From an optimization exercise on the open Yosys and OpenROAD flow, aimed at small area and a short achievable clock period; shortcuts taken in it are not production practice. RTL that was checked went through simulation tests only; none was proved equivalent to the original. Function not checked in run 1: the RTL went through the layout flow alone. Power is estimated from default activity; no workload was simulated.

==> flow/design.v, too long to show whole: its modules and the start of the top module <==
// module ue_fa: 4 lines
// module ue_ha: 4 lines
// module ue_lane: 1533 lines
module ue_lane (
    input  wire         clk,
    input  wire         rst,         
    input  wire         ld_valid,
    input  wire [127:0] ld_v,        
    input  wire         ld_q,
    input  wire         ld_member,
    input  wire         ld_paired,
    input  wire [255:0] p_regs,
    input  wire         ins_valid,
    input  wire [31:0]  ins_word,
    output wire [127:0] v_out,
    output wire [255:0] t_out,
    output wire [3:0]   k_out,
    output wire         q_out,
    output wire         fault
);
  // ...
==> flow/flow/run.sh <==
#!/bin/bash
# The standard layout, with plain buffers (instead of delay cells) on the ports
# and timing repair aimed well below the clock period.
set -euo pipefail
export BUFFER_PORTS_ARGS="-buffer_cell sky130_fd_sc_hd__buf_1"
export SETUP_SLACK_MARGIN=13
bash standard.sh > flow_make.log 2>&1
==> flow/standard.sh <==
#!/bin/bash
# synth_recipe.tcl (not shown) runs the flow's synth.tcl, then flattens the netlist and writes it again
# the make line also repeats each setting of config.mk as NAME=value (left out here)
make -C /OpenROAD-flow-scripts/flow DESIGN_CONFIG=/design/flow/config.mk WORK_HOME=/design/flow/orfs CLKGATE_MAP_FILE= SYNTH_SCRIPT=/design/flow/synth_recipe.tcl "${@:-finish}"
==> flow/config.mk <==
export PLATFORM = sky130hd
export DESIGN_NAME = ue_lane
export DESIGN_NICKNAME = ue_lane
export VERILOG_FILES = /design/flow/design.v
export SDC_FILE = /design/flow/constraint.sdc
export NUM_CORES = 8
export LEC_CHECK = 0
export ABC_AREA = 1
export CAP_MARGIN = 20
export CELL_PAD_IN_SITES_DETAIL_PLACEMENT = 1
export CORE_MARGIN = 2
export CORE_UTILIZATION = 45
export PLACE_DENSITY = 0.5
export SLEW_MARGIN = 20
export SYNTH_HIERARCHICAL = 1
export TNS_END_PERCENT = 5
==> flow/constraint.sdc <==
create_clock -name core_clock -period 28.0 [get_ports {clk}]
set_input_delay 5.6000 -clock core_clock [delete_from_list [all_inputs] [get_ports {clk}]]
set_output_delay 5.6000 -clock core_clock [all_outputs]
set_load 0.01 [all_outputs]
==> metrics.md, run 1 <==
| Metric | Value |
|---|---|
| GR peak layer | met2 |
| Xor and xnor area share after synthesis | about 7.7% |
| Cell with the most instances after synthesis | nand2_1 |
| Syn Std Cell Area | about 64000 um^2 |
| Post-synthesis mux area share | 0.0157% |
| Status | did not finish |
| Synth area leaders | nand2_1 (17%), fa_1 (16%), dfxtp_1 (12%) |
| Compound-gate portion of the synthesized area | 20.5% |
| Sequential-to-total area share from yosys stat | approximately 12% |
| RePlAce Congestion | between 1 and 1.5 |
| Total CTS buffers | between 40 and 50 |
| Yosys top cell area share | 17.3% |
| Ys flop type | dfxtp_1 |
| Die width | roughly 380 um |
| Dpl cell area | about 70000 um^2 |
| Routing usage on met1 | 100% |
| Total track usage | 112% |
| H-tree depth | 2 |
| Hpwl dp | between 500 and 600 mm |
| Hold buffers post-CTS | 0 |
| Cell count after placement | between 10000 and 15000 |
| Post-synth top cells | nand2_1 (2940), inv_1 (1054), o22ai_1 (745) |
| Err | [ERROR GRT-0116] Global routing finished with congestion. Check the congestion regions in the DRC Viewer. |
| Simple-gate share of the synthesized area | approximately 29% |
| TritonCTS sink count | slightly below 400 |
| Cell variety after synth | 62 |
| # resized after CTS | around 1400 |
| Largest net degree at the start of global routing | 82 |
| Input/output buffers | 812 |
| Total number of yosys warnings | 7 |
| Longest Clk Path Bufs | 3 |
| Initial Util | 45.2% |
| I/O pin count | roughly 810 |
| Clock Tree Root | clkbuf_16 |
| Post-synth EDFFs | 0 |
| #FFs+latches synth | roughly 390 |
| Total grt overflow | 17700 |
| Stage reached | global routing (5_1_grt) |
| Die height | 381 um |
==> run 2, diff against run 1 <==
--- a/flow/design.v
+++ b/flow/design.v
@@ -1,16 +1,19 @@
 module ue_fa (input wire a, input wire b, input wire c, output wire s, output wire co);
     assign s  = a ^ b ^ c;
     assign co = (a & b) | (a & c) | (b & c);
 endmodule
 module ue_ha (input wire a, input wire b, output wire s, output wire co);
     assign s  = a ^ b;
     assign co = a & b;
 endmodule
+module ue_pp (input wire one, input wire two, input wire xn1, input wire xn0, output wire p);
+    assign p = (one & xn1) | (two & xn0);
+endmodule
 module ue_lane (
     input  wire         clk,
     input  wire         rst,         
     input  wire         ld_valid,
     input  wire [127:0] ld_v,        
     input  wire         ld_q,
     input  wire         ld_member,
     input  wire         ld_paired,
@@ -200,26 +203,23 @@
     wire [15:0] bone, btwo, bneg, ps;
     wire [16*33-1:0] ppf;
     wire [33:0] xe = {X[31], X[31], X};
     generate
         for (gi = 0; gi < 16; gi = gi + 1) begin : g_booth
             wire b0 = bx[2*gi], b1 = bx[2*gi+1], b2 = bx[2*gi+2];
             assign bone[gi] = b1 ^ b0;
             assign btwo[gi] = (b2 & ~b1 & ~b0) | (~b2 & b1 & b0);
-            assign bneg[gi] = b2;
+            assign bneg[gi] = b2 & ~(b1 & b0);
+            wire [34:0] xn = {xe ^ {34{bneg[gi]}}, bneg[gi]};    
             genvar gk;
             for (gk = 0; gk < 33; gk = gk + 1) begin : g_pp
-                if (gk == 0) begin : g0
-                    assign ppf[gi*33+gk] = (bone[gi] & xe[0]) ^ bneg[gi];
-                end else begin : gn
-                    assign ppf[gi*33+gk] = ((bone[gi] & xe[gk]) | (btwo[gi] & xe[gk-1])) ^ bneg[gi];
-                end
+                ue_pp u_pp (.one(bone[gi]), .two(btwo[gi]), .xn1(xn[gk+1]), .xn0(xn[gk]), .p(ppf[gi*33+gk]));
             end
-            assign ps[gi] = (X[31] & (bone[gi] | btwo[gi])) ^ bneg[gi];
+            assign ps[gi] = (bone[gi] & xn[34]) | (btwo[gi] & xn[33]);
         end
     endgenerate
     wire [63:0] sa, sb;
     wire hs0, hc0;
     ue_ha u_ha0 (.a(bneg[11]), .b(ppf[22]), .s(hs0), .co(hc0));
     wire hs1, hc1;
     ue_ha u_ha1 (.a(ppf[23]), .b(ppf[54]), .s(hs1), .co(hc1));
     wire fs0, fc0;
==> flow/flow/run.sh (replaced) <==
#!/bin/bash
# The standard layout, with plain buffers (instead of delay cells) on the ports
# and timing repair aimed well below the clock period.
set -euo pipefail
export BUFFER_PORTS_ARGS="-buffer_cell sky130_fd_sc_hd__buf_1"
export SETUP_SLACK_MARGIN=11.5
bash standard.sh > flow_make.log 2>&1
==> flow/config.mk (replaced) <==
export PLATFORM = sky130hd
export DESIGN_NAME = ue_lane
export DESIGN_NICKNAME = ue_lane
export VERILOG_FILES = /design/flow/design.v
export SDC_FILE = /design/flow/constraint.sdc
export NUM_CORES = 8
export LEC_CHECK = 0
export CAP_MARGIN = 20
export CORE_MARGIN = 2
export CORE_UTILIZATION = 40
export SLEW_MARGIN = 20
export SYNTH_HIERARCHICAL = 1
export TNS_END_PERCENT = 5
==> metrics.md, run 2 <==
| Metric | Value |
|---|---|
| Status | timing/DRC/antenna clean (was did not finish) |
| Hold WC Path Type | reg -> reg |
| Clock slew at reported path FFs | 0.07 ns |
| Ratio of final minimum period to clock period | approximately 60% |
| NumNets Final | ~9400 |
| Area leader, netlist | fa_1 (was nand2_1) |
| Syn Std Cell Area | 62200 um^2 (was 63800 um^2) |
| CP peak stage delay | 0.62 ns |
| TritonCTS clock tree | done |
| First-pass GRT wire length | between 700 and 800 mm |
| Fin crit period | roughly 17 ns |
| H-tree depth | 2 (unchanged) |
| Largest net degree at the start of global routing | 80 |
| Least-Margin Pin Slew | 1.41 ns |
| DR vias/cell | slightly above 8 |
| Die height | 398 um (was 381 um) |
| Vias | around 86000 |
| Skew-Pair Late Insertion Delay | between 0.6 and 0.7 ns |
| Power Internal | 1.66 mW |
| Largest reg by FF count | t |
| Max-cap violations | 0 |
| Sequential-to-total area share from yosys stat | 12.6% (was 12.3%) |
| Clock Tree Root | clkbuf_16 (unchanged) |
| Cell with the most instances after synthesis | a22o_1 (was nand2_1) |
| Final hold slack | 0.489 ns |
| Hold buffers post-CTS | 0 (unchanged) |
| Hpwl dp | 399 mm (was 502 mm) |
| Kind of launch point of the worst setup path | input pin |
| Die width | 398 um (was 381 um) |
| Final setup violation count | 0 |
| RePlAce Congestion | 1.17 (was 1.28) |
| TritonRoute pass-1 iters | 15 |
| Yosys top cell area share | 16.5% (was 17.3%) |
| Die area | between 150000 and 200000 um^2 |
| Most frequent cells in the layout | buf_1 (797), a22o_1 (757), a22oi_1 (629) |
| Worst setup EP type | register |
| Max Slew Vio Count | 0 |
| Fraction of layout instances using a drive strength above 1 | approximately 15% |
| Clk_skew | about 0.042 ns |
| Largest regs | t: 256 flops, v: 128 flops, k: 4 flops |
| Crit path buf inv count | 3 |
| DRC Markers | 0 |
| Layout area overhead | 21.6% |
| Crit Path Class | in -> reg |
| Required time of the critical path | about 29 ns |
| Cell Rows | 144 (was 138) |
| Final WL | approximately 550 mm |
| Vias in the first global route | 77400 |
| Total CTS buffers | 42 (was 49) |
| Slew headroom | under 10% |
| Fill count | 15200 |
| Total grt overflow | 0 |
| TritonCTS sink count | 392 (unchanged) |
| Synth area leaders | fa_1 (17%), dfxtp_1 (13%), a22o_1 (11%) (was nand2_1 (17%), fa_1 (16%), dfxtp_1 (12%)) |
| Ys flop type | dfxtp_1 (unchanged) |
| Clock power share | 17.5% |
| Post-Synthesis Cells | 7453 (was 9874) |
| Iter 0 DRT Violations | 17300 |
| Max Fclk | between 50 and 60 MHz |
| I/O pin count | 813 (unchanged) |
| Worst vdd ir | about 0.000044 V |
| Total Power | ~3.6 mW |
| Post-synth top cells | a22o_1 (757), a22oi_1 (642), nand2_1 (630) (was nand2_1 (2940), inv_1 (1054), o22ai_1 (745)) |
| Core box area | roughly 150000 um^2 |
| Hold violation count in the final report | 0 |
| #FFs+latches synth | 392 (unchanged) |
| Initial antenna violation count | 100 |
| CP arrival | roughly 18 ns |
| Family with the most delay on the worst path | compound AO/OA/AOI/OAI gates |
| Slowest-stage cell, CP | nand3_4 |
| Total number of yosys warnings | 7 (unchanged) |
| Net Sw Frac | about 53% |
| Commonest non-fill, non-tap cell in the layout | buf_1 |
| Post-synth EDFFs | 0 (unchanged) |
| Cell variety after synth | 102 (was 62) |
| Routed wirelength normalized by instance count | around 52 um |
| CP most frequent cell | fa_1 |
| Seq pwr share | roughly 17% |
| Pwr dens | between 40 and 50 nW/um^2 |
| Avg Cell Area, Syn | 8.34 um^2 (was 6.46 um^2) |
| Switching Power | ~1.9 mW |
| Total track usage | between 60 and 70% |
| Input/output buffers | 812 (unchanged) |
| Leakage power | 29.2 nW |
| Longest Clk Path Bufs | 3 (unchanged) |
| Setup tns final | 0 ns |
| RSZ-0062 raised after global routing | true |
| ANT nets after route | 0 |
| Crit-path max FO | 26 |
| Largest register FFs | ~260 |
| Post-synthesis async set-or-reset flop share | 0% (unchanged) |
| Initial Util | 40.3% (was 45.2%) |
| Comb pwr share | 65.6% |
-- run 2: power groups by stage --
stage / sequential (mW) / clock (mW) / combinational [mW]
after floorplan: 0.591 / 0 / 1.09
after global placement: 0.606 / 0 / 1.89
after detailed placement: 0.606 / 0 / 1.90
after CTS: 0.594 / 0.608 / 2.01
after global routing: 0.595 / 0.631 / 2.35
final: 0.603 / 0.625 / 2.34
-- run 2: area by class of cell --
type	count	area [um^2]	area share (%)
Antenna cell	141	353	0.467
Clock buffer	52	1130	1.49
Clock inverter	22	332	0.439
Inverter	132	522	0.690
Multi-Input combinational cell	6318	54500	72.1
Sequential cell	392	7850	10.4
Tap cell	2044	2560	3.38
Timing Repair Buffer	1383	8370	11.1
-- run 2: worst paths after layout --
check | endpoint | slack [ns] | start | cells past startpoint
min | paired | 0.49 | paired | 1
max reg2reg | t[166] | 16.21 | v[95] | 31
max | t[166] | 10.87 | ins_word[23] | 33
min reg2reg | paired | 0.49 | paired | 1
-- run 2: cell families (layout without fill, tap and decap cells) --
family	count (synthesis)	after routing	synth area share (%)
xor gates and xnor gates	602	602	8.51
DFF	392	392	12.6
other	1	157	0.00603
adders and majority gates	739	739	21.1
and+or+nand+nor	1685	1693	13.0
buffers and inverters	766	1589	4.73
AOI/OAI and AO/OA	3077	3077	36.9
muxes	191	191	3.21
-- run 2: what timing repair did --
action                     4_1_cts  5_1_grt
pin swaps                       39       79
resized for setup              301      372
buffers inserted                54       99
gates cloned                     7       15
setup endpoints to repair      384      384
-- run 2: layer usage --
| layer | global-route usage (%) | wire length (um) | up-vias |
|---|---|---|---|
| met5 | 16.4 | 3510 | - |
| li1 | - | - | 30600 |
| met1 | 66.4 | 170000 | 41400 |
| met2 | 85.9 | 202000 | 9990 |
| met3 | 44.9 | 95700 | 4121 |
| met4 | 68.3 | 78700 | 86 |
-- run 2: stage by stage --
stage | worst slack [ns] | area [um^2] | std cells | util (%)
global placement | 5.84 | 69100 | 10100 | 44.8
floorplan | 11.50 | 62300 | 7468 | -
detailed placement | 6.86 | 69100 | 10100 | 44.8
CTS | 11.42 | 72500 | 10200 | 47.0
global route | 11.16 | 75400 | 10400 | 48.9
finish | 10.87 | 75600 | 10500 | 49.0
-- run 2: Yosys stat by module (local to each module, per instance) --
| module | area [um^2] | cells | flip-flops and latches | copies in the design |
|---|---|---|---|---|
| ue_pp | 8.76 | 1 | 0 | 528 |
| ue_fa | 20.0 | 1 | 0 | 512 |
| ue_lane | 46700 | 6365 | 392 | 1 |
| ue_ha | 12.5 | 1 | 0 | 48 |

-- afterwards: timing with drivers on the ports --
How much do the figures lean on ideal ports? The routed layout below was timed once more, with nothing changed but the port constraints.
Step 1, drivers: a clkbuf_16 drives clk and a buf_2 each remaining input, both assumed.
Step 2 adds t to the input delays and takes it off the output delays; t is the mean of the earliest and latest rising clock arrival at the registers after step 1. Input paths then give back, and output paths get back, about the clock's delay inside the block.
Slacks: ideal ports / drivers / drivers and shift; pairs: ideal ports / drivers.
run: run 2
t (ns): 0.719
slack for setup (ns): 10.870 / 10.885 / 10.166
worst setup path after step 2: input to register
clock arrival spread, ns: 0.042 / 0.042
worst register clock-pin slew, ns: 0.08 / 0.08
After both steps setup and hold are still met in run 2. For run 2, drivers alone change the setup slack by +0.015 ns; drivers and shift together by -0.704 ns.
